Background: an optimization exercise with open tools, aiming at small area, a short achievable clock period and few clock cycles per item. Do not read the settings as production practice.
The RTL was checked by simulation tests, not by an equivalence proof against the original design.

==> flow/design.v (excerpt) <==
module cmac_tag (
    input  wire         clk,
    input  wire         rst,           
    input  wire         in_valid,
    output wire         in_ready,
    input  wire         in_first,      
    input  wire         in_last,       
    input  wire [4:0]   in_nbytes,     
    input  wire [127:0] in_data,
    input  wire [127:0] key,
    output reg          tag_valid,
    output reg  [63:0]  tag
);
Size: ~590 flip-flops, ~330 I/O pins.
export LEC_CHECK = 0
export CAP_MARGIN = 20
export CORE_MARGIN = 2
export CORE_UTILIZATION = 40
export PLACE_DENSITY = 0.5
export SETUP_SLACK_MARGIN = 3.5
export SLEW_MARGIN = 20
create_clock -name core_clock -period 10.0 [get_ports {clk}]
standard.sh (not shown) runs the stock make flow with config.mk's settings and CLKGATE_MAP_FILE= SYNTH_SCRIPT=/design/flow/synth_recipe.tcl, a recipe that flattens the netlist after the stock synthesis.
==> flow/flow/run.sh <==
#!/bin/bash
# Layout flow: the standard flow (standard.sh), with synthesis run by
# flow/synth_custom.tcl, which maps logic with an area-recovering ABC script,
# and the port buffers made of buf_1 cells.
set -euo pipefail
cd "$(dirname "$0")/.."
W=$PWD
bash standard.sh SYNTH_SCRIPT=$W/flow/synth_custom.tcl \
  "BUFFER_PORTS_ARGS=-buffer_cell sky130_fd_sc_hd__buf_1" \
  finish > $W/flow_orfs.log 2>&1
==> flow/flow/abc_custom.script <==
strash
&get -n
&st
&dch
&nf -R 20 -p
&put
topo
stime -c
buffer -c
upsize -c
dnsize -c
==> flow/flow/synth_custom.tcl <==
# The standard flow's synthesis (synth_recipe.tcl) with one change: ABC maps with an
# area-recovering script instead of ORFS's abc_speed.script.
set ::custom_abc_script [file join [file dirname [file normalize [info script]]] abc_custom.script]
proc synth {args} { yosys synth -nofsm -noshare {*}$args }
proc abc {args} {
  set i [lsearch -exact $args -script]
  if { $i >= 0 } {
    set args [lreplace $args [expr {$i + 1}] [expr {$i + 1}] $::custom_abc_script]
  }
  yosys abc {*}$args
}
source $::env(SCRIPTS_DIR)/synth.tcl
# left out here: clear keep_hierarchy, flatten, clean up, hide names made inside functions, write 1_2_yosys.v
Testbench counts at the start, summed over its fixed seeds: cycles 16,804, messages 480.
Edit:
--- a/flow/config.mk
+++ b/flow/config.mk
@@ -10,3 +10,4 @@
-export CORE_UTILIZATION = 40
-export PLACE_DENSITY = 0.5
-export SETUP_SLACK_MARGIN = 3.5
+export CORE_UTILIZATION = 50
+export GPL_ROUTABILITY_DRIVEN = 0
+export PLACE_DENSITY = 0.6
+export SETUP_SLACK_MARGIN = 3.7
Routed wire length goes down by 8.0%.
Global-route usage grows by 4.3 points.
Cell area is about the same.
Synthesized cell count stays the same.
Final cell count drops by 4.5%.
Worst setup slack improves by 0.26 ns.
Via count grows by 2.0%.
Edit:
--- a/flow/config.mk
+++ b/flow/config.mk
@@ -10,4 +10,3 @@
-export CORE_UTILIZATION = 50
-export GPL_ROUTABILITY_DRIVEN = 0
-export PLACE_DENSITY = 0.6
-export SETUP_SLACK_MARGIN = 3.7
+export CORE_UTILIZATION = 40
+export PLACE_DENSITY = 0.8
+export SETUP_SLACK_MARGIN = 3.5
Effect: Synthesized area is unchanged; die area is higher by 25%; via count is higher by 3.0%; clock skew is lower by 0.010 ns; count of clock-buffer cells in the layout is lower by 4; first-iteration DRC count is higher by 27%; cell count is higher by 4.4%; utilization is lower by 12 points.
Edit:
--- a/flow/config.mk
+++ b/flow/config.mk
@@ -10,2 +10,2 @@
-export CORE_UTILIZATION = 40
-export PLACE_DENSITY = 0.8
+export CORE_UTILIZATION = 50
+export PLACE_DENSITY = 0.6
What happened: The changed run produced a clean layout; routed wire length decreases by about 1%; setup slack gains 0.087 ns; die area is lower by about 20%; first-iteration DRC count fell by about 24%.

========
== run 1 ==
Another version of the RTL of cmac_tag (not shown whole).
For scale: roughly 5900 cells after synthesis, about 590 flip-flops, ~54000 sq um of cells after synthesis.
Settings: LEC_CHECK=0, CAP_MARGIN=20, CORE_MARGIN=2, CORE_UTILIZATION=40, CTS_CLUSTER_DIAMETER=70, CTS_CLUSTER_SIZE=24, GPL_ROUTABILITY_DRIVEN=0, PLACE_DENSITY=0.5, SETUP_SLACK_MARGIN=4.3, SLEW_MARGIN=20; clock period 10.0 ns.
==> flow/flow/run.sh <==
#!/bin/bash
# Layout flow: the standard flow (standard.sh), with synthesis run by
# flow/synth_custom.tcl, which maps logic with an area-recovering ABC script,
# and the port buffers made of buf_1 cells.
set -euo pipefail
cd "$(dirname "$0")/.."
W=$PWD
bash standard.sh SYNTH_SCRIPT=$W/flow/synth_custom.tcl \
  "BUFFER_PORTS_ARGS=-buffer_cell sky130_fd_sc_hd__buf_1" RECOVER_POWER=100 \
  finish > $W/flow_orfs.log 2>&1
Scripts as last shown in full above: flow/flow/abc_custom.script, flow/flow/synth_custom.tcl
From the logs: run 1 reached the end of the flow and failed the layout checks with capacitance limit, slew limit.
Testbench counts of run 1, summed over its fixed seeds: cycles 16,804, messages 480.
diff inputs: run 1 => run 2
Settings: PLACE_DENSITY changed from 0.5 to 0.6; CORE_UTILIZATION changed from 40 to 50; SETUP_SLACK_MARGIN changed from 4.3 to 4.6.
diff --git a/flow/flow/run.sh b/flow/flow/run.sh
--- a/flow/flow/run.sh
+++ b/flow/flow/run.sh
@@ -8,3 +8,3 @@
 bash standard.sh SYNTH_SCRIPT=$W/flow/synth_custom.tcl \
-  "BUFFER_PORTS_ARGS=-buffer_cell sky130_fd_sc_hd__buf_1" RECOVER_POWER=100 \
+  "BUFFER_PORTS_ARGS=-buffer_cell sky130_fd_sc_hd__buf_1" \
   finish > $W/flow_orfs.log 2>&1
### Flow results
Run 2 did not stop at any stage, and its layout met the timing, design-rule and antenna checks. Finished, but not clean: run 1, with capacitance limit, slew limit. Looking only at minimum period implied by the final worst setup slack, and setting everything else aside, the higher value of run 2 and run 1 goes to run 1. Run 2 vs run 1: met3 track demand over resource in global routing up. Taking run 1 as the reference, in run 2 maximum single-stage delay on the critical path shows a reduction of 0.60 ns; final-layout fill cell count fell by 4473. As of run 2, first-pass GRT wire length had fallen by a few percent compared to run 1. Any difference in flip-flop and latch count between run 2 and run 1 is small enough to ignore.
### run 2 -> run 3
Settings: changing PLACE_DENSITY from 0.6 to 0.7; changing SETUP_SLACK_MARGIN from 4.6 to 4.3; changing CORE_UTILIZATION from 50 to 60.
==> run summary <==
Run 2 vs run 3, standard cell with the maximum stage delay on the critical path: sky130_fd_sc_hd__dfxtp_4 vs sky130_fd_sc_hd__mux2i_1. Going from run 2 to run 3, number of buffers and inverters on the critical path shrinks by 4. Fmax (higher): run 2. In run 3, the floorplan die area came out about 16% below the value in run 2. Looking at sequential share of layout area, run 3 sits 1.6 points higher than run 2 does. Between run 2 and run 3, the number of input and output port buffers inserted does not differ in any meaningful way.

[what the ideal ports hide]
In the flow no input, the clock included, has a driving cell. The finished layouts below were timed again as built, in two steps.
Step 1: set_driving_cell puts a clkbuf_16 on clk and a buf_2 on each other input, an assumption about the parent block.
Step 2 times the ports against the registers' clock, not the clock port: input delays grow and output delays shrink by t, the midpoint of the rising clock arrivals with the driver on.
a / b / c = no drivers / after step 1 / after step 2; a / b = the first two.
| run | shift t [ns] | setup WS [ns] | worst register clock-pin slew, ns | worst data-port slew with drivers (ns) | cell pins on the clock port's net |
|---|---|---|---|---|---|
| the first run of note 1 | 0.750 | 3.620 / 3.620 / 3.620 | 0.07 / 0.07 | 0.18 | 1 |
| the second run of note 1 | 0.712 | 3.879 / 3.879 / 3.879 | 0.07 / 0.07 | 0.20 | 1 |
| the third run of note 1 | 0.738 | 3.607 / 3.607 / 3.607 | 0.07 / 0.07 | 0.26 | 1 |
| the fourth run of note 1 | 0.722 | 3.694 / 3.694 / 3.694 | 0.07 / 0.07 | 0.21 | 1 |
| run 1 | 0.805 | 2.494 / 2.494 / 2.494 | 0.10 / 0.10 | 0.23 | 1 |
| run 2 | 0.754 | 4.435 / 4.435 / 3.976 | 0.10 / 0.10 | 0.20 | 1 |
| run 3 | 0.740 | 4.215 / 4.215 / 4.215 | 0.11 / 0.11 | 0.20 | 1 |
The setup slack of run 2, which loses most, moves by 0.000 ns with the drivers and by -0.459 ns with both steps.
